Context: an optimization exercise on an open-source flow, tuned for small area. The choices shown serve that exercise and are no tape-out recipe. RTL that was checked went through simulation tests only; none was proved equivalent to the original. The clock port is modelled as an ideal driver; clocking choices that lean on that would not hold on a real chip. No activity file was given, so power comes from the tool's default toggle rates.

==> inputs of run M <==
// tally_port
module tally_port (
    input  wire        clk,
    input  wire        rst,         
    input  wire        tcs_n,
    input  wire        tclk,
    input  wire        tdi,
    output reg         tdo,
    input  wire        tick,
    input  wire [15:0] alert_in,
    output reg         alert_n,
    output wire        srst_req
);
clock: 4.2 ns
lec_check: 0
abc_area: 1
cap_margin: 20
core_margin: 2
core_utilization: 70
cts_buf_list: sky130_fd_sc_hd__clkbuf_8
cts_cluster_diameter: 45
cts_cluster_size: 20
gpl_timing_driven: 0
slew_margin: 20
standard.sh (not shown) runs the stock make flow with config.mk's settings and CLKGATE_MAP_FILE= SYNTH_SCRIPT=/design/flow/synth_recipe.tcl, a recipe that flattens the netlist after the stock synthesis.
==> flow/flow/run.sh <==
#!/bin/bash
# Own layout flow: the standard synthesis, then an area re-mapping of its
# combinational logic (flip-flops untouched), then the standard ORFS flow with
# smaller port buffers and a clock tree of small buffers without dummy loads,
# whose leaf buffers are upsized where a flip-flop clock pin's slew is high.
set -euo pipefail
W=$PWD
R=$W/orfs/results/$FLOW_PLATFORM/tally_port/base
P=$FLOW_HOME/platforms/$FLOW_PLATFORM
LIB=$P/lib/sky130_fd_sc_hd__tt_025C_1v80.lib
YOSYS=${YOSYS_EXE:-yosys}
command -v "$YOSYS" >/dev/null 2>&1 || YOSYS=$FLOW_HOME/../tools/install/yosys/bin/yosys
OPENROAD=${OPENROAD_EXE:-openroad}
command -v "$OPENROAD" >/dev/null 2>&1 || OPENROAD=$FLOW_HOME/../tools/install/OpenROAD/bin/openroad

# 1. standard synthesis, unchanged
bash standard.sh synth > $W/flow_synth.log 2>&1

# 2. re-map the combinational logic for area
cp $R/1_2_yosys.v $W/std_1_2_yosys.v
REOPT_LIB=$LIB REOPT_NETLIST=$W/std_1_2_yosys.v REOPT_OUT=$W/reopt_1_2_yosys.v \
REOPT_TOP=$FLOW_TOP REOPT_TMP=$W "$YOSYS" -c $W/flow/reopt.tcl > $W/flow_reopt.log 2>&1
cp $W/reopt_1_2_yosys.v $R/1_2_yosys.v
rm -f $R/1_synth.odb $R/1_synth.sdc

# 3. floorplan, placement and clock tree
export BUFFER_PORTS_ARGS="-buffer_cell sky130_fd_sc_hd__buf_1"
export CTS_ARGS="-sink_clustering_enable -repair_clock_nets -buf_list sky130_fd_sc_hd__clkbuf_4 -sink_clustering_size 12 -sink_clustering_max_diameter 35 -dont_use_dummy_load"
bash standard.sh cts > $W/flow_cts.log 2>&1

# 4. upsize slow leaf clock buffers
cat > $W/ctsfix_run.tcl <<EOT
read_lef $P/lef/sky130_fd_sc_hd.tlef
read_lef $P/lef/sky130_fd_sc_hd_merged.lef
read_liberty $LIB
read_db $R/4_cts.odb
read_sdc $R/4_cts.sdc
source $P/setRC.tcl
source $W/flow/ctsfix.tcl
write_db $R/4_cts.odb
EOT
CTSFIX_SLEW_NS=0.115 "$OPENROAD" -no_init -exit $W/ctsfix_run.tcl > $W/flow_ctsfix.log 2>&1

# 5. the rest of the standard flow
bash standard.sh finish > $W/flow_finish.log 2>&1
==> flow/flow/ctsfix.tcl <==
# after CTS: upsize the leaf clock buffers whose flip-flop clock pins see too slow a slew
set thr $::env(CTSFIX_SLEW_NS)
estimate_parasitics -placement
set up {}
foreach pin [get_pins -hierarchical */CLK] {
  set s 0
  foreach p {slew_max_rise slew_max_fall} {
    set v [get_property $pin $p]
    if {$v > $s} { set s $v }
  }
  if {$s > $thr} {
    set net [get_nets -of_objects $pin]
    foreach d [get_pins -of_objects $net -filter "direction==output"] {
      set inst [get_cells -of_objects $d]
      set m [get_property $inst ref_name]
      if {[string match *clkbuf_4 $m]} { dict set up [get_full_name $inst] 1 }
    }
  }
}
puts "CTSFIX upsizing [dict size $up] buffers"
foreach i [dict keys $up] { replace_cell [get_cells $i] sky130_fd_sc_hd__clkbuf_8 }
detailed_placement
estimate_parasitics -placement
set mx 0
foreach pin [get_pins -hierarchical */CLK] {
  foreach p {slew_max_rise slew_max_fall} { set v [get_property $pin $p]; if {$v > $mx} { set mx $v } }
}
puts "CTSFIX max clock pin slew after: $mx"
==> flow/flow/reopt.tcl <==
# Re-map the combinational logic of the standard synthesis netlist for area.
# Flip-flops (and tie cells) stay as they are, with their instance names.
# Several ABC scripts are tried; the one giving the smallest area is kept.
yosys -import
set lib $::env(REOPT_LIB)
set netlist $::env(REOPT_NETLIST)
set out $::env(REOPT_OUT)
set tmp $::env(REOPT_TMP)
read_liberty -ignore_miss_func $lib
read_verilog $netlist
hierarchy -top $::env(REOPT_TOP)
set keep {}
foreach c [split [tee -q -s result.string select -list-mod =*] "\n"] {
  set c [string trim $c]
  if {[regexp {__(df|edf|sdf|sedf|dl|conb)} $c]} { lappend keep $c }
}
blackbox {*}$keep
flatten
opt -purge
design -save base

set pre "+strash;&get,-n;&fraig,-x;&put;scorr;dc2;strash;&get,-n"
set scripts [list \
  "$pre;&dch,-f;&nf,-R,1000;&put" \
  "$pre;&deepsyn,-T,60;&nf,-R,1000;&put" \
  "$pre;&deepsyn,-T,60,-t;&nf,-R,1000;&put" \
]
set best_area 1e18
set best_i -1
set i 0
foreach s $scripts {
  design -load base
  abc -liberty $lib -dont_use *lpflow* -dont_use *probe* -script $s
  opt_clean -purge
  tee -q -o $tmp/stat_$i.txt stat -liberty $lib
  set fh [open $tmp/stat_$i.txt r]
  set txt [read $fh]
  close $fh
  if {[regexp {Chip area for module '\\tally_port': ([0-9.]+)} $txt -> area] ||
      [regexp {Chip area[^:]*: ([0-9.]+)} $txt -> area]} {
    puts "REOPT script $i area $area"
    if {$area < $best_area} {
      set best_area $area
      set best_i $i
      design -save best
    }
  }
  incr i
}
puts "REOPT best script $best_i area $best_area"
design -load best
splitnets
opt_clean -purge
hilomap -singleton -hicell sky130_fd_sc_hd__conb_1 HI -locell sky130_fd_sc_hd__conb_1 LO
insbuf -buf sky130_fd_sc_hd__buf_1 A X
opt_clean -purge
stat -liberty $lib
write_verilog -noattr -nohex -nodec $out
==> run X (differences from run M) <==
==> flow/flow/run.sh (replaced) <==
#!/bin/bash
# Own layout flow: the standard synthesis, then an area re-mapping of its
# combinational logic (flip-flops untouched), then the standard ORFS flow with
# smaller port buffers and a clock tree without dummy loads.
set -euo pipefail
W=$PWD
R=$W/orfs/results/$FLOW_PLATFORM/tally_port/base
LIB=$FLOW_HOME/platforms/$FLOW_PLATFORM/lib/sky130_fd_sc_hd__tt_025C_1v80.lib
YOSYS=${YOSYS_EXE:-yosys}
command -v "$YOSYS" >/dev/null 2>&1 || YOSYS=$FLOW_HOME/../tools/install/yosys/bin/yosys

# 1. standard synthesis, unchanged
bash standard.sh synth > $W/flow_synth.log 2>&1

# 2. re-map the combinational logic for area
cp $R/1_2_yosys.v $W/std_1_2_yosys.v
REOPT_LIB=$LIB REOPT_NETLIST=$W/std_1_2_yosys.v REOPT_OUT=$W/reopt_1_2_yosys.v \
REOPT_TOP=$FLOW_TOP REOPT_TMP=$W "$YOSYS" -c $W/flow/reopt.tcl > $W/flow_reopt.log 2>&1
cp $W/reopt_1_2_yosys.v $R/1_2_yosys.v
rm -f $R/1_synth.odb $R/1_synth.sdc

# 3. the rest of the standard flow
export BUFFER_PORTS_ARGS="-buffer_cell sky130_fd_sc_hd__buf_1"
export CTS_ARGS="-sink_clustering_enable -repair_clock_nets -buf_list sky130_fd_sc_hd__clkbuf_8 -sink_clustering_size 20 -sink_clustering_max_diameter 45 -dont_use_dummy_load"
bash standard.sh finish > $W/flow_finish.log 2>&1
removed: flow/flow/ctsfix.tcl
==> run Z (differences from run M) <==
==> flow/flow/run.sh (replaced) <==
#!/bin/bash
# Own layout flow: the standard synthesis, then an area re-mapping of its
# combinational logic (flip-flops untouched), then the standard ORFS flow with
# smaller port buffers and a clock tree without dummy loads.
set -euo pipefail
W=$PWD
R=$W/orfs/results/$FLOW_PLATFORM/tally_port/base
LIB=$FLOW_HOME/platforms/$FLOW_PLATFORM/lib/sky130_fd_sc_hd__tt_025C_1v80.lib
YOSYS=${YOSYS_EXE:-yosys}
command -v "$YOSYS" >/dev/null 2>&1 || YOSYS=$FLOW_HOME/../tools/install/yosys/bin/yosys

# 1. standard synthesis, unchanged
bash standard.sh synth > $W/flow_synth.log 2>&1

# 2. re-map the combinational logic for area
cp $R/1_2_yosys.v $W/std_1_2_yosys.v
REOPT_LIB=$LIB REOPT_NETLIST=$W/std_1_2_yosys.v REOPT_OUT=$W/reopt_1_2_yosys.v \
REOPT_TOP=$FLOW_TOP REOPT_TMP=$W "$YOSYS" -c $W/flow/reopt.tcl > $W/flow_reopt.log 2>&1
cp $W/reopt_1_2_yosys.v $R/1_2_yosys.v
rm -f $R/1_synth.odb $R/1_synth.sdc

# 3. the rest of the standard flow
export BUFFER_PORTS_ARGS="-buffer_cell sky130_fd_sc_hd__buf_1"
export CTS_ARGS="-sink_clustering_enable -repair_clock_nets -buf_list sky130_fd_sc_hd__clkbuf_4 -sink_clustering_size 12 -sink_clustering_max_diameter 28 -dont_use_dummy_load"
bash standard.sh finish > $W/flow_finish.log 2>&1
removed: flow/flow/ctsfix.tcl
==> comparison <==
Run M ran to the end with no violations. Run X completed without violations. Run Z finished clean. In sequential cell count, run Z and run M do not differ. The highest global-route usage belongs to run Z, the lowest to run X. Clock power, highest first: run Z, run X, run M. The highest routed wire length belongs to run Z, the lowest to run X. Via count, highest first: run Z, run M, run X. Sequential share of layout area, lowest first: run Z, run X, run M. The highest clock skew belongs to run M, the lowest to run X. Of run M and run X, run X has the higher sequential power (gap about 2%, measured against run X). In run X the cell count is smaller than in run M, by 2.4%. Count of clock-buffer cells in the layout: run X < run M < run Z.
==> figures <==
metric                                                                     run Z           run M           run X
Status                                                            finished clean  finished clean  finished clean
Largest net degree at the start of global routing                             29              29              24
Initial antenna violation count                                                1               1               0
Portion of total power attributed to the clock network                     30.1%           28.8%           28.7%
Register-to-register setup slack                                         0.31 ns         0.28 ns         0.39 ns
Post-place instance area                                              16,530 µm²      16,530 µm²      16,560 µm²
Post-synthesis cell count                                                  1,119           1,119           1,109
Cell area after synthesis                                             16,040 µm²      16,040 µm²      16,040 µm²
Area of the die                                                       24,140 µm²      24,140 µm²      24,130 µm²
Detailed-routing iteration count for the pre-antenna-repair pass               8               8               6
Met1 usage                                                                33.31%          32.85%          32.43%
Initial core utilization                                                  71.06%          71.06%          71.04%
Unrepaired setup endpoints after global routing                               no             yes              no
Via count of the first global-routing pass                                 8,577           8,423           8,043
M3 GR Usage                                                               5.487%          6.017%          3.983%
Crit path time final                                                    4.034 ns        4.109 ns        3.970 ns
Min setup slack post-route                                             0.1656 ns      0.09121 ns       0.2300 ns
Average instance area after synthesis                                  14.33 µm²       14.33 µm²       14.46 µm²
Met2 track utilization from global routing                                37.74%          37.32%          34.87%
Crit path buffers/inverters                                                    1               1               2
Critical path data arrival time                                          3.19 ns         3.27 ns         3.13 ns


==> fjord <==
==> flow/design.v <==
module tally_port (
    input  wire        clk,
    input  wire        rst,         
    input  wire        tcs_n,
    input  wire        tclk,
    input  wire        tdi,
    output reg         tdo,
    input  wire        tick,
    input  wire [15:0] alert_in,
    output wire        alert_n,
    output wire        srst_req
);
    localparam [3:0] OC_OK        = 4'h0;
    localparam [3:0] OC_NOT_READY = 4'h1;
    localparam [3:0] OC_CRC_BAD   = 4'h2;
    localparam [3:0] OC_MALFORMED = 4'h3;
    localparam [3:0] OC_UNMAPPED  = 4'h4;
    localparam [3:0] OC_DENIED    = 4'h5;
    localparam [3:0] OC_NONE      = 4'h7;
    function [7:0] crc8_bit;
        input [7:0] c;
        input       b;
        begin
            crc8_bit = {c[6:0], 1'b0} ^ ((c[7] ^ b) ? 8'h07 : 8'h00);
        end
    endfunction
    reg [1:0] tcs_sync, tclk_sync, tdi_sync;
    reg       tclk_prev;
    always @(posedge clk) begin
        tcs_sync  <= {tcs_sync[0], tcs_n};
        tclk_sync <= {tclk_sync[0], tclk};
        tdi_sync  <= {tdi_sync[0], tdi};
        tclk_prev <= tclk_sync[1];
    end
    wire tcs_s  = tcs_sync[1];
    wire tclk_s = tclk_sync[1];
    wire tdi_s  = tdi_sync[1];
    reg        lcrc;
    reg [3:0]  last;
    reg        f_crc_err, f_malformed, f_unmapped, f_notready, f_denied;
    reg [7:0]  crc_cnt, mal_cnt;
    reg        iwc_dir;
    reg        iwc_page;
    reg [15:0] alert_en;
    wire        tstat_any = f_crc_err | f_malformed | f_unmapped | f_notready | f_denied;
    wire [15:0] alert_src = {alert_in[15:11], tstat_any, alert_in[9:0]};
    assign alert_n = ~|(alert_src & alert_en);
    reg        open;
    reg [5:0]  cnt;              
    reg [3:0]  tick_cnt;         
    reg [7:0]  cmd_sr;
    reg [31:0] sr;               
    reg [7:0]  crc;
    reg        turn_ok;
    wire late      = tick_cnt[3] & tick_cnt[0];
    wire tcs_fall  = ~open & ~tcs_s;
    wire tcs_rise  = open & tcs_s;
    wire tclk_rise = ~late & ~tclk_prev & tclk_s;
    wire tclk_fall = ~late & tclk_prev & ~tclk_s;
    wire       is_write = cmd_sr[7];
    wire [6:0] index    = cmd_sr[6:0];
    wire       idx_bkp  = (index[6:3] == 4'b0111);
    reg [3:0] rd_acc, wr_acc;
    always @(*) begin
        case (index)
            7'h00, 7'h01: begin rd_acc = OC_OK; wr_acc = OC_DENIED; end
            7'h21:        begin rd_acc = OC_OK; wr_acc = OC_DENIED; end
            7'h02, 7'h03, 7'h04, 7'h06, 7'h20:
                          begin rd_acc = OC_OK; wr_acc = OC_OK; end
            7'h05:        begin rd_acc = OC_NOT_READY; wr_acc = OC_NOT_READY; end
            default: begin
                rd_acc = idx_bkp ? OC_OK : OC_UNMAPPED;
                wr_acc = idx_bkp ? OC_OK : OC_UNMAPPED;
            end
        endcase
    end
    wire rd_ok = turn_ok & (rd_acc == OC_OK);
    reg [543:0] ring;
    reg [4:0]   phase;
    reg         clearing;
    wire        idx_iwa = (index == 7'h04);
    wire        idx_iwc = (index == 7'h06);
    wire [31:0] ring0  = ring[31:0];
    wire        hit    = (phase == (idx_bkp ? {1'b0, iwc_page, index[2:0]} : 5'd16));
    wire        wr_pend = (last == OC_OK) & is_write & (~open | (cnt == 6'd0)) & hit;
    wire        ins_lo = clearing | (wr_pend & (idx_bkp | idx_iwa));
    wire        ins_hi = clearing | (wr_pend & (idx_bkp | idx_iwc));
    wire [7:0]  ins_hi_val = idx_iwc ? sr[7:0] : sr[31:24];
    wire [31:0] ins_val = {ins_hi ? {ins_hi_val[7:1], ins_hi_val[0] | (clearing & phase[4])}
                                  : ring0[31:24],
                           ins_lo ? sr[23:0] : ring0[23:0]};
    always @(posedge clk) begin
        ring <= {ins_val, ring[543:32]};
        if (rst) begin
            phase    <= 5'd0;
            clearing <= 1'b1;
        end else begin
            phase <= phase[4] ? 5'd0 : phase + 5'd1;
            if (phase[4])
                clearing <= 1'b0;
        end
    end
    wire [6:0] cap_index = {cmd_sr[5:0], tdi_s};
    wire rd_frame = open & ~is_write;
    wire cap8     = open & tclk_rise & (cnt == 6'd7) & ~cmd_sr[6];
    wire ring_load = rd_frame & (cnt[5:3] == 3'd1) & hit;
    wire l_bkp = ring_load & idx_bkp;
    wire l_iwa = ring_load & idx_iwa;
    wire l_iwc = ring_load & idx_iwc;
    wire s_id    = cap8 & (cap_index == 7'h00);
    wire s_rev   = cap8 & (cap_index == 7'h01);
    wire s_tctl  = cap8 & (cap_index == 7'h02);
    wire s_tstat = cap8 & (cap_index == 7'h03);
    wire s_en    = cap8 & (cap_index == 7'h20);
    wire s_src   = cap8 & (cap_index == 7'h21);
    wire [31:0] load_val =
          ({32{s_id}}    & 32'h5259_6416)
        | ({32{s_rev}}   & 32'h0000_01B0)
        | ({32{s_tctl}}  & {31'd0, lcrc})
        | ({32{s_tstat}} & {mal_cnt, crc_cnt, 7'd0, f_denied, f_notready,
                            f_unmapped, f_malformed, f_crc_err, last})
        | ({32{s_en}}    & {16'd0, alert_en})
        | ({32{s_src}}   & {16'd0, alert_src})
        | ({32{l_bkp}}   & ring0)
        | ({32{l_iwa}}   & {8'd0, ring0[23:0]})
        | ({32{l_iwc}}   & {22'd0, iwc_page, iwc_dir, ring0[31:24]});
    wire data_bit = turn_ok & sr[31];
    wire in_write_data = (cnt[5:3] != 3'd0) & (~cnt[5] | (cnt[4:3] == 2'd0));  
    always @(posedge clk) begin
        if (rst) begin
            open <= 1'b0;
        end else if (tcs_fall) begin
            open <= 1'b1;
        end else if (tcs_rise) begin
            open <= 1'b0;
        end
        if (clearing)
            sr <= 32'd0;
        else if (cap8 | l_bkp | l_iwa | l_iwc)
            sr <= load_val;
        else if (open & ((tclk_rise & is_write & in_write_data) |
                         (tclk_fall & ~is_write & (cnt[5:4] != 2'd0))))
            sr <= {sr[30:0], tdi_s};
        if (tcs_fall) begin
            cnt      <= 6'd0;
            tick_cnt <= 4'd0;
            crc      <= 8'd0;
            turn_ok  <= 1'b1;
        end else if (open & ~tcs_s) begin
            if (tick & ~late)
                tick_cnt <= tick_cnt + 4'd1;
            if (tclk_rise) begin
                if (cnt != 6'd63)
                    cnt <= cnt + 6'd1;
                if (cnt[5:3] == 3'd0)
                    cmd_sr <= {cmd_sr[6:0], tdi_s};
                if (cnt[5:3] == 3'd0 || is_write)
                    crc <= crc8_bit(crc, tdi_s);
                else if (cnt[5:3] == 3'd1) begin
                    crc <= {crc[6:0], crc[7]};
                    if (lcrc && (tdi_s != crc[7]))
                        turn_ok <= 1'b0;
                end
            end
            if (tclk_fall & ~is_write & (cnt[5:4] != 2'd0))
                crc <= crc8_bit(crc, (cnt[5:4] == 2'd3) ? crc[7] : data_bit);
        end
        if (~open)
            tdo <= 1'b0;
        else if (tclk_fall) begin
            if (cnt[5:3] == 3'd0)
                tdo <= (cnt[2] ? last[~cnt[1:0]] : cnt[0]);
            else if (~is_write & (cnt[5:4] != 2'd0) & (cnt[5:4] != 2'd3))
                tdo <= data_bit;
            else if (~is_write & lcrc & (cnt[5:3] == 3'd6))
                tdo <= crc[7] ^ ~rd_ok;
            else
                tdo <= 1'b0;
        end
    end
    wire [5:0] exp_len  = is_write ? (lcrc ? 6'd48 : 6'd40)
                                   : (lcrc ? 6'd56 : 6'd48);
    wire       null_frm = (cnt == 6'd0) & ~late;
    wire       malformed = late | (cnt != exp_len);
    wire       wr_crc_ok = ~lcrc | (crc == 8'd0);
    reg [3:0] outcome;
    always @(*) begin
        if (malformed)
            outcome = OC_MALFORMED;
        else if (is_write)
            outcome = wr_crc_ok ? wr_acc : OC_CRC_BAD;
        else
            outcome = turn_ok ? rd_acc : OC_CRC_BAD;
    end
    wire frame_end = tcs_rise & ~null_frm;
    wire do_write  = frame_end & is_write & (outcome == OC_OK);
    assign srst_req = do_write & (index == 7'h02) & (sr[31:16] == 16'h7A11);
    always @(posedge clk) begin
        if (clearing | (do_write & (index == 7'h06))) begin
            iwc_dir  <= sr[8];
            iwc_page <= sr[9];
        end
        if (clearing | (do_write & (index == 7'h20)))
            alert_en <= sr[15:0];
    end
    always @(posedge clk) begin
        if (rst) begin
            lcrc        <= 1'b0;
            last        <= OC_NONE;
            f_crc_err   <= 1'b0;
            f_malformed <= 1'b0;
            f_unmapped  <= 1'b0;
            f_notready  <= 1'b0;
            f_denied    <= 1'b0;
            crc_cnt     <= 8'd0;
            mal_cnt     <= 8'd0;
        end else begin
            if (do_write & (index == 7'h02))
                lcrc <= sr[0];
            if (do_write & (index == 7'h03)) begin
                if (sr[4]) begin
                    f_crc_err <= 1'b0;
                    crc_cnt   <= 8'd0;
                end
                if (sr[5]) begin
                    f_malformed <= 1'b0;
                    mal_cnt     <= 8'd0;
                end
                if (sr[6]) f_unmapped <= 1'b0;
                if (sr[7]) f_notready <= 1'b0;
                if (sr[8]) f_denied   <= 1'b0;
            end
            if (frame_end) begin
                last <= outcome;
                case (outcome)
                    OC_CRC_BAD: begin
                        f_crc_err <= 1'b1;
                        if (crc_cnt != 8'hFF) crc_cnt <= crc_cnt + 8'd1;
                    end
                    OC_MALFORMED: begin
                        f_malformed <= 1'b1;
                        if (mal_cnt != 8'hFF) mal_cnt <= mal_cnt + 8'd1;
                    end
                    OC_UNMAPPED:  f_unmapped <= 1'b1;
                    OC_NOT_READY: f_notready <= 1'b1;
                    OC_DENIED:    f_denied   <= 1'b1;
                    default: ;
                endcase
            end
        end
    end
endmodule
==> flow/flow/run.sh <==
#!/bin/bash
# Own layout flow: the standard synthesis, then an area re-mapping of its
# combinational logic (flip-flops untouched), then the standard ORFS flow with
# smaller port buffers and a clock tree without dummy loads.
set -euo pipefail
W=$PWD
R=$W/orfs/results/$FLOW_PLATFORM/tally_port/base
LIB=$FLOW_HOME/platforms/$FLOW_PLATFORM/lib/sky130_fd_sc_hd__tt_025C_1v80.lib
YOSYS=${YOSYS_EXE:-yosys}
command -v "$YOSYS" >/dev/null 2>&1 || YOSYS=$FLOW_HOME/../tools/install/yosys/bin/yosys

# 1. standard synthesis, unchanged
bash standard.sh synth > $W/flow_synth.log 2>&1

# 2. re-map the combinational logic for area
cp $R/1_2_yosys.v $W/std_1_2_yosys.v
REOPT_LIB=$LIB REOPT_NETLIST=$W/std_1_2_yosys.v REOPT_OUT=$W/reopt_1_2_yosys.v \
REOPT_TOP=$FLOW_TOP REOPT_TMP=$W "$YOSYS" -c $W/flow/reopt.tcl > $W/flow_reopt.log 2>&1
cp $W/reopt_1_2_yosys.v $R/1_2_yosys.v
rm -f $R/1_synth.odb $R/1_synth.sdc

# 3. the rest of the standard flow
export BUFFER_PORTS_ARGS="-buffer_cell sky130_fd_sc_hd__buf_1"
export CTS_ARGS="-sink_clustering_enable -repair_clock_nets -buf_list {sky130_fd_sc_hd__clkbuf_4 sky130_fd_sc_hd__clkbuf_8} -sink_clustering_size 20 -sink_clustering_max_diameter 45 -dont_use_dummy_load"
bash standard.sh finish > $W/flow_finish.log 2>&1
==> flow/flow/reopt.tcl <==
# Re-map the combinational logic of the standard synthesis netlist for area.
# Flip-flops (and tie cells) stay as they are, with their instance names.
# Several ABC scripts are tried; the one giving the smallest area is kept.
yosys -import
set lib $::env(REOPT_LIB)
set netlist $::env(REOPT_NETLIST)
set out $::env(REOPT_OUT)
set tmp $::env(REOPT_TMP)
read_liberty -ignore_miss_func $lib
read_verilog $netlist
hierarchy -top $::env(REOPT_TOP)
set keep {}
foreach c [split [tee -q -s result.string select -list-mod =*] "\n"] {
  set c [string trim $c]
  if {[regexp {__(df|edf|sdf|sedf|dl|conb)} $c]} { lappend keep $c }
}
blackbox {*}$keep
flatten
opt -purge
design -save base

set pre "+strash;&get,-n;&fraig,-x;&put;scorr;dc2;strash;&get,-n"
set scripts [list \
  "$pre;&dch,-f;&nf,-R,1000;&put" \
  "$pre;&deepsyn,-T,60;&nf,-R,1000;&put" \
]
set best_area 1e18
set best_i -1
set i 0
foreach s $scripts {
  design -load base
  abc -liberty $lib -dont_use *lpflow* -dont_use *probe* -script $s
  opt_clean -purge
  tee -q -o $tmp/stat_$i.txt stat -liberty $lib
  set fh [open $tmp/stat_$i.txt r]
  set txt [read $fh]
  close $fh
  if {[regexp {Chip area for module '\\tally_port': ([0-9.]+)} $txt -> area] ||
      [regexp {Chip area[^:]*: ([0-9.]+)} $txt -> area]} {
    puts "REOPT script $i area $area"
    if {$area < $best_area} {
      set best_area $area
      set best_i $i
      design -save best
    }
  }
  incr i
}
puts "REOPT best script $best_i area $best_area"
design -load best
splitnets
opt_clean -purge
hilomap -singleton -hicell sky130_fd_sc_hd__conb_1 HI -locell sky130_fd_sc_hd__conb_1 LO
insbuf -buf sky130_fd_sc_hd__buf_1 A X
opt_clean -purge
stat -liberty $lib
write_verilog -noattr -nohex -nodec $out
==> flow/standard.sh <==
#!/bin/bash
# synth_recipe.tcl (not shown) runs the flow's synth.tcl, then flattens the netlist and writes it again
# the make line also repeats each setting of config.mk as NAME=value (left out here)
make -C /OpenROAD-flow-scripts/flow DESIGN_CONFIG=/design/flow/config.mk WORK_HOME=/design/flow/orfs CLKGATE_MAP_FILE= SYNTH_SCRIPT=/design/flow/synth_recipe.tcl "${@:-finish}"
==> flow/config.mk <==
export PLATFORM = sky130hd
export DESIGN_NAME = tally_port
export DESIGN_NICKNAME = tally_port
export VERILOG_FILES = /design/flow/design.v
export SDC_FILE = /design/flow/constraint.sdc
export NUM_CORES = 4
export LEC_CHECK = 0
export CAP_MARGIN = 20
export CORE_MARGIN = 2
export CORE_UTILIZATION = 70
export CTS_BUF_LIST = sky130_fd_sc_hd__clkbuf_8
export CTS_CLUSTER_DIAMETER = 40
export CTS_CLUSTER_SIZE = 18
export GPL_TIMING_DRIVEN = 0
export SLEW_MARGIN = 20
==> flow/constraint.sdc <==
create_clock -name core_clock -period 4.2 [get_ports {clk}]
set_input_delay 0.8400 -clock core_clock [delete_from_list [all_inputs] [get_ports {clk}]]
set_output_delay 0.8400 -clock core_clock [all_outputs]
set_load 0.01 [all_outputs]
==> quartz: changes against fjord <==
--- a/flow/flow/run.sh
+++ b/flow/flow/run.sh
@@ -16,5 +16,5 @@
 cp $R/1_2_yosys.v $W/std_1_2_yosys.v
 REOPT_LIB=$LIB REOPT_NETLIST=$W/std_1_2_yosys.v REOPT_OUT=$W/reopt_1_2_yosys.v \
-REOPT_TOP=$FLOW_TOP REOPT_TMP=$W "$YOSYS" -c $W/flow/reopt.tcl > $W/flow_reopt.log 2>&1
+REOPT_TOP=$FLOW_TOP "$YOSYS" -c $W/flow/reopt.tcl > $W/flow_reopt.log 2>&1
 cp $W/reopt_1_2_yosys.v $R/1_2_yosys.v
 rm -f $R/1_synth.odb $R/1_synth.sdc
@@ -22,4 +22,4 @@
 # 3. the rest of the standard flow
 export BUFFER_PORTS_ARGS="-buffer_cell sky130_fd_sc_hd__buf_1"
-export CTS_ARGS="-sink_clustering_enable -repair_clock_nets -buf_list {sky130_fd_sc_hd__clkbuf_4 sky130_fd_sc_hd__clkbuf_8} -sink_clustering_size 20 -sink_clustering_max_diameter 45 -dont_use_dummy_load"
+export CTS_ARGS="-sink_clustering_enable -repair_clock_nets -buf_list sky130_fd_sc_hd__clkbuf_8 -sink_clustering_size 22 -sink_clustering_max_diameter 50 -dont_use_dummy_load"
 bash standard.sh finish > $W/flow_finish.log 2>&1
==> flow/flow/reopt.tcl (replaced) <==
# Re-map the combinational logic of the standard synthesis netlist for area.
# Flip-flops (and tie cells) are kept as they are, with their instance names.
yosys -import
set lib $::env(REOPT_LIB)
set netlist $::env(REOPT_NETLIST)
set out $::env(REOPT_OUT)
read_liberty -ignore_miss_func $lib
read_verilog $netlist
hierarchy -top $::env(REOPT_TOP)
# keep every sequential and tie cell as an instance
set keep {}
foreach c [split [tee -q -s result.string select -list-mod =*] "\n"] {
  set c [string trim $c]
  if {[regexp {__(df|edf|sdf|sedf|dl|conb)} $c]} { lappend keep $c }
}
blackbox {*}$keep
flatten
opt -purge
abc -liberty $lib -dont_use *lpflow* -dont_use *probe* -script "+strash;&get,-n;&fraig,-x;&put;scorr;dc2;strash;&get,-n;&dch,-f;&nf,-R,1000;&put"
opt_clean -purge
splitnets
opt_clean -purge
hilomap -singleton -hicell sky130_fd_sc_hd__conb_1 HI -locell sky130_fd_sc_hd__conb_1 LO
insbuf -buf sky130_fd_sc_hd__buf_1 A X
opt_clean -purge
stat -liberty $lib
write_verilog -noattr -nohex -nodec $out
==> sierra: changes against fjord <==
--- a/flow/design.v
+++ b/flow/design.v
@@ -40,4 +40,6 @@
     reg        f_crc_err, f_malformed, f_unmapped, f_notready, f_denied;
     reg [7:0]  crc_cnt, mal_cnt;
+    reg [23:0] iwa;
+    reg [7:0]  iwc_step;
     reg        iwc_dir;
     reg        iwc_page;
@@ -76,26 +78,19 @@
     end
     wire rd_ok = turn_ok & (rd_acc == OC_OK);
-    reg [543:0] ring;
-    reg [4:0]   phase;
+    reg [511:0] ring;
+    reg [3:0]   phase;
     reg         clearing;
-    wire        idx_iwa = (index == 7'h04);
-    wire        idx_iwc = (index == 7'h06);
     wire [31:0] ring0  = ring[31:0];
-    wire        hit    = (phase == (idx_bkp ? {1'b0, iwc_page, index[2:0]} : 5'd16));
-    wire        wr_pend = (last == OC_OK) & is_write & (~open | (cnt == 6'd0)) & hit;
-    wire        ins_lo = clearing | (wr_pend & (idx_bkp | idx_iwa));
-    wire        ins_hi = clearing | (wr_pend & (idx_bkp | idx_iwc));
-    wire [7:0]  ins_hi_val = idx_iwc ? sr[7:0] : sr[31:24];
-    wire [31:0] ins_val = {ins_hi ? {ins_hi_val[7:1], ins_hi_val[0] | (clearing & phase[4])}
-                                  : ring0[31:24],
-                           ins_lo ? sr[23:0] : ring0[23:0]};
-    always @(posedge clk) begin
-        ring <= {ins_val, ring[543:32]};
+    wire        hit    = (phase == {iwc_page, index[2:0]});
+    wire        wr_pend = (last == OC_OK) & is_write & idx_bkp & (~open | (cnt == 6'd0));
+    wire        ins    = clearing | (wr_pend & hit);
+    always @(posedge clk) begin
+        ring <= {ins ? sr : ring0, ring[511:32]};
         if (rst) begin
-            phase    <= 5'd0;
+            phase    <= 4'd0;
             clearing <= 1'b1;
         end else begin
-            phase <= phase[4] ? 5'd0 : phase + 5'd1;
-            if (phase[4])
+            phase <= phase + 4'd1;
+            if (phase == 4'd15)
                 clearing <= 1'b0;
         end
@@ -104,12 +99,11 @@
     wire rd_frame = open & ~is_write;
     wire cap8     = open & tclk_rise & (cnt == 6'd7) & ~cmd_sr[6];
-    wire ring_load = rd_frame & (cnt[5:3] == 3'd1) & hit;
-    wire l_bkp = ring_load & idx_bkp;
-    wire l_iwa = ring_load & idx_iwa;
-    wire l_iwc = ring_load & idx_iwc;
+    wire bkp_load = rd_frame & idx_bkp & (cnt[5:3] == 3'd1) & hit;
     wire s_id    = cap8 & (cap_index == 7'h00);
     wire s_rev   = cap8 & (cap_index == 7'h01);
     wire s_tctl  = cap8 & (cap_index == 7'h02);
     wire s_tstat = cap8 & (cap_index == 7'h03);
+    wire s_iwa   = cap8 & (cap_index == 7'h04);
+    wire s_iwc   = cap8 & (cap_index == 7'h06);
     wire s_en    = cap8 & (cap_index == 7'h20);
     wire s_src   = cap8 & (cap_index == 7'h21);
@@ -120,9 +114,9 @@
         | ({32{s_tstat}} & {mal_cnt, crc_cnt, 7'd0, f_denied, f_notready,
                             f_unmapped, f_malformed, f_crc_err, last})
+        | ({32{s_iwa}}   & {8'd0, iwa})
+        | ({32{s_iwc}}   & {22'd0, iwc_page, iwc_dir, iwc_step})
         | ({32{s_en}}    & {16'd0, alert_en})
         | ({32{s_src}}   & {16'd0, alert_src})
-        | ({32{l_bkp}}   & ring0)
-        | ({32{l_iwa}}   & {8'd0, ring0[23:0]})
-        | ({32{l_iwc}}   & {22'd0, iwc_page, iwc_dir, ring0[31:24]});
+        | ({32{bkp_load}} & ring0);
     wire data_bit = turn_ok & sr[31];
     wire in_write_data = (cnt[5:3] != 3'd0) & (~cnt[5] | (cnt[4:3] == 2'd0));  
@@ -137,5 +131,5 @@
         if (clearing)
             sr <= 32'd0;
-        else if (cap8 | l_bkp | l_iwa | l_iwc)
+        else if (cap8 | bkp_load)
             sr <= load_val;
         else if (open & ((tclk_rise & is_write & in_write_data) |
@@ -197,5 +191,8 @@
     assign srst_req = do_write & (index == 7'h02) & (sr[31:16] == 16'h7A11);
     always @(posedge clk) begin
+        if (clearing | (do_write & (index == 7'h04)))
+            iwa <= sr[23:0];
         if (clearing | (do_write & (index == 7'h06))) begin
+            iwc_step <= {sr[7:1], sr[0] | clearing};
             iwc_dir  <= sr[8];
             iwc_page <= sr[9];
--- a/flow/flow/run.sh
+++ b/flow/flow/run.sh
@@ -16,5 +16,5 @@
 cp $R/1_2_yosys.v $W/std_1_2_yosys.v
 REOPT_LIB=$LIB REOPT_NETLIST=$W/std_1_2_yosys.v REOPT_OUT=$W/reopt_1_2_yosys.v \
-REOPT_TOP=$FLOW_TOP REOPT_TMP=$W "$YOSYS" -c $W/flow/reopt.tcl > $W/flow_reopt.log 2>&1
+REOPT_TOP=$FLOW_TOP "$YOSYS" -c $W/flow/reopt.tcl > $W/flow_reopt.log 2>&1
 cp $W/reopt_1_2_yosys.v $R/1_2_yosys.v
 rm -f $R/1_synth.odb $R/1_synth.sdc
@@ -22,4 +22,4 @@
 # 3. the rest of the standard flow
 export BUFFER_PORTS_ARGS="-buffer_cell sky130_fd_sc_hd__buf_1"
-export CTS_ARGS="-sink_clustering_enable -repair_clock_nets -buf_list {sky130_fd_sc_hd__clkbuf_4 sky130_fd_sc_hd__clkbuf_8} -sink_clustering_size 20 -sink_clustering_max_diameter 45 -dont_use_dummy_load"
+export CTS_ARGS="-sink_clustering_enable -repair_clock_nets -buf_list sky130_fd_sc_hd__clkbuf_8 -sink_clustering_size 18 -sink_clustering_max_diameter 40 -dont_use_dummy_load"
 bash standard.sh finish > $W/flow_finish.log 2>&1
==> flow/flow/reopt.tcl (replaced) <==
# Re-map the combinational logic of the standard synthesis netlist for area.
# Flip-flops (and tie cells) are kept as they are, with their instance names.
yosys -import
set lib $::env(REOPT_LIB)
set netlist $::env(REOPT_NETLIST)
set out $::env(REOPT_OUT)
read_liberty -ignore_miss_func $lib
read_verilog $netlist
hierarchy -top $::env(REOPT_TOP)
# keep every sequential and tie cell as an instance
set keep {}
foreach c [split [tee -q -s result.string select -list-mod =*] "\n"] {
  set c [string trim $c]
  if {[regexp {__(df|edf|sdf|sedf|dl|conb)} $c]} { lappend keep $c }
}
blackbox {*}$keep
flatten
opt -purge
abc -liberty $lib -dont_use *lpflow* -dont_use *probe* -script "+strash;&get,-n;&fraig,-x;&put;scorr;dc2;strash;&get,-n;&dch,-f;&nf,-R,1000;&put"
opt_clean -purge
splitnets
opt_clean -purge
hilomap -singleton -hicell sky130_fd_sc_hd__conb_1 HI -locell sky130_fd_sc_hd__conb_1 LO
insbuf -buf sky130_fd_sc_hd__buf_1 A X
opt_clean -purge
stat -liberty $lib
write_verilog -noattr -nohex -nodec $out
--- a/flow/config.mk
+++ b/flow/config.mk
@@ -12,4 +12,3 @@
 export CTS_CLUSTER_DIAMETER = 40
 export CTS_CLUSTER_SIZE = 18
-export GPL_TIMING_DRIVEN = 0
 export SLEW_MARGIN = 20
==> delta: changes against fjord <==
--- a/flow/flow/run.sh
+++ b/flow/flow/run.sh
@@ -22,4 +22,4 @@
 # 3. the rest of the standard flow
 export BUFFER_PORTS_ARGS="-buffer_cell sky130_fd_sc_hd__buf_1"
-export CTS_ARGS="-sink_clustering_enable -repair_clock_nets -buf_list {sky130_fd_sc_hd__clkbuf_4 sky130_fd_sc_hd__clkbuf_8} -sink_clustering_size 20 -sink_clustering_max_diameter 45 -dont_use_dummy_load"
+export CTS_ARGS="-sink_clustering_enable -repair_clock_nets -buf_list sky130_fd_sc_hd__clkbuf_8 -sink_clustering_size 20 -sink_clustering_max_diameter 45 -dont_use_dummy_load"
 bash standard.sh finish > $W/flow_finish.log 2>&1
--- a/flow/flow/reopt.tcl
+++ b/flow/flow/reopt.tcl
@@ -24,4 +24,5 @@
   "$pre;&dch,-f;&nf,-R,1000;&put" \
   "$pre;&deepsyn,-T,60;&nf,-R,1000;&put" \
+  "$pre;&deepsyn,-T,60,-t;&nf,-R,1000;&put" \
 ]
 set best_area 1e18
--- a/flow/config.mk
+++ b/flow/config.mk
@@ -6,10 +6,11 @@
 export NUM_CORES = 4
 export LEC_CHECK = 0
+export ABC_AREA = 1
 export CAP_MARGIN = 20
 export CORE_MARGIN = 2
 export CORE_UTILIZATION = 70
 export CTS_BUF_LIST = sky130_fd_sc_hd__clkbuf_8
-export CTS_CLUSTER_DIAMETER = 40
-export CTS_CLUSTER_SIZE = 18
+export CTS_CLUSTER_DIAMETER = 45
+export CTS_CLUSTER_SIZE = 20
 export GPL_TIMING_DRIVEN = 0
 export SLEW_MARGIN = 20
==> qor summary <==
Post-cts gate resize count: quartz 5; fjord 2; delta 0; sierra 2
Routability congestion estimate from global placement: quartz 0.8947; fjord 0.9302; delta 0.8729; sierra 0.8872
Final wirelength: quartz 28580 µm; fjord 26190 µm; delta 26260 µm; sierra 30170 µm
Net total in the final layout: quartz 1281; fjord 1218; delta 1200; sierra 1296
Max Clock Skew: quartz 90.53 ps; fjord 64.63 ps; delta 91.50 ps; sierra 74.59 ps
Synth-to-Final Area Change: quartz 7.854%; fjord 7.300%; delta 6.902%; sierra 8.186%
Total number of sequential cells: quartz 661; fjord 661; delta 661; sierra 660
Register-to-register setup slack: quartz 450 ps; fjord 330 ps; delta 600 ps; sierra 1010 ps
Die H: quartz 158.2 µm; fjord 156.7 µm; delta 156.2 µm; sierra 159.8 µm
Tap cell count: quartz 319; fjord 313; delta 285; sierra 324
Met2 routed wirelength: quartz 12640 µm; fjord 11530 µm; delta 12090 µm; sierra 13660 µm
Post-detail-place hpwl: quartz 18850 µm; fjord 17280 µm; delta 17350 µm; sierra 19130 µm
Overall via count from detail_route: quartz 8801; fjord 8359; delta 8195; sierra 9050
Total nets after synthesis: quartz 1205; fjord 1143; delta 1127; sierra 1200
Launch point of the worst hold path: quartz ring[312]; fjord ring[430]; delta ring[407]; sierra ring[284]
Area of all sequential standard cells: quartz 0.01350 mm²; fjord 0.01349 mm²; delta 0.01349 mm²; sierra 0.01379 mm²
Total power density per cell area: quartz 500.5 mW/mm²; fjord 516.0 mW/mm²; delta 520.1 mW/mm²; sierra 498.2 mW/mm²
Power share of the clock group: quartz 28.8%; fjord 29.4%; delta 29.1%; sierra 30.0%
Cell area reported after detailed placement: quartz 0.01730 mm²; fjord 0.01686 mm²; delta 0.01672 mm²; sierra 0.01769 mm²
Outcome: quartz finished clean; fjord finished clean; delta finished clean; sierra finished clean
No functional check of the RTL was part of sierra.

## afterwards: timing with drivers on the ports
In the flow no input, the clock included, has a driving cell. The finished layouts below were timed again as built, in two steps.
Step 1, drivers: a clkbuf_16 drives clk and a buf_2 each remaining input, both assumed.
Step 2 also shifts input and output timing later by t, the mid clock arrival at the registers, as if the neighbouring blocks saw the same clock.
Three values: ideal ports, drivers, drivers and shift; two values: the first two.
run	t, ns	setup WS [ns]	hold slack, ns	worst setup path after step 2	slew at the worst register clock pin (ns)
run M	0.711	0.091 / 0.049 / 0.277	0.226 / 0.204 / 0.272	register to register	0.11 / 0.11
run X	0.581	0.230 / 0.185 / 0.385	0.272 / 0.272 / 0.272	register to register	0.11 / 0.11
run Z	0.721	0.166 / 0.123 / 0.314	0.212 / 0.198 / 0.269	register to register	0.12 / 0.12
fjord	0.601	0.250 / 0.208 / 0.332	0.256 / 0.256 / 0.256	register to register	0.11 / 0.11
quartz	0.588	0.222 / 0.178 / 0.451	0.293 / 0.293 / 0.293	register to register	0.12 / 0.12
sierra	0.597	0.221 / 0.178 / 0.775	0.274 / 0.274 / 0.274	register to output	0.10 / 0.10
delta	0.593	0.360 / 0.317 / 0.603	0.287 / 0.287 / 0.287	register to register	0.11 / 0.11
After both steps every run listed still meets setup and hold.
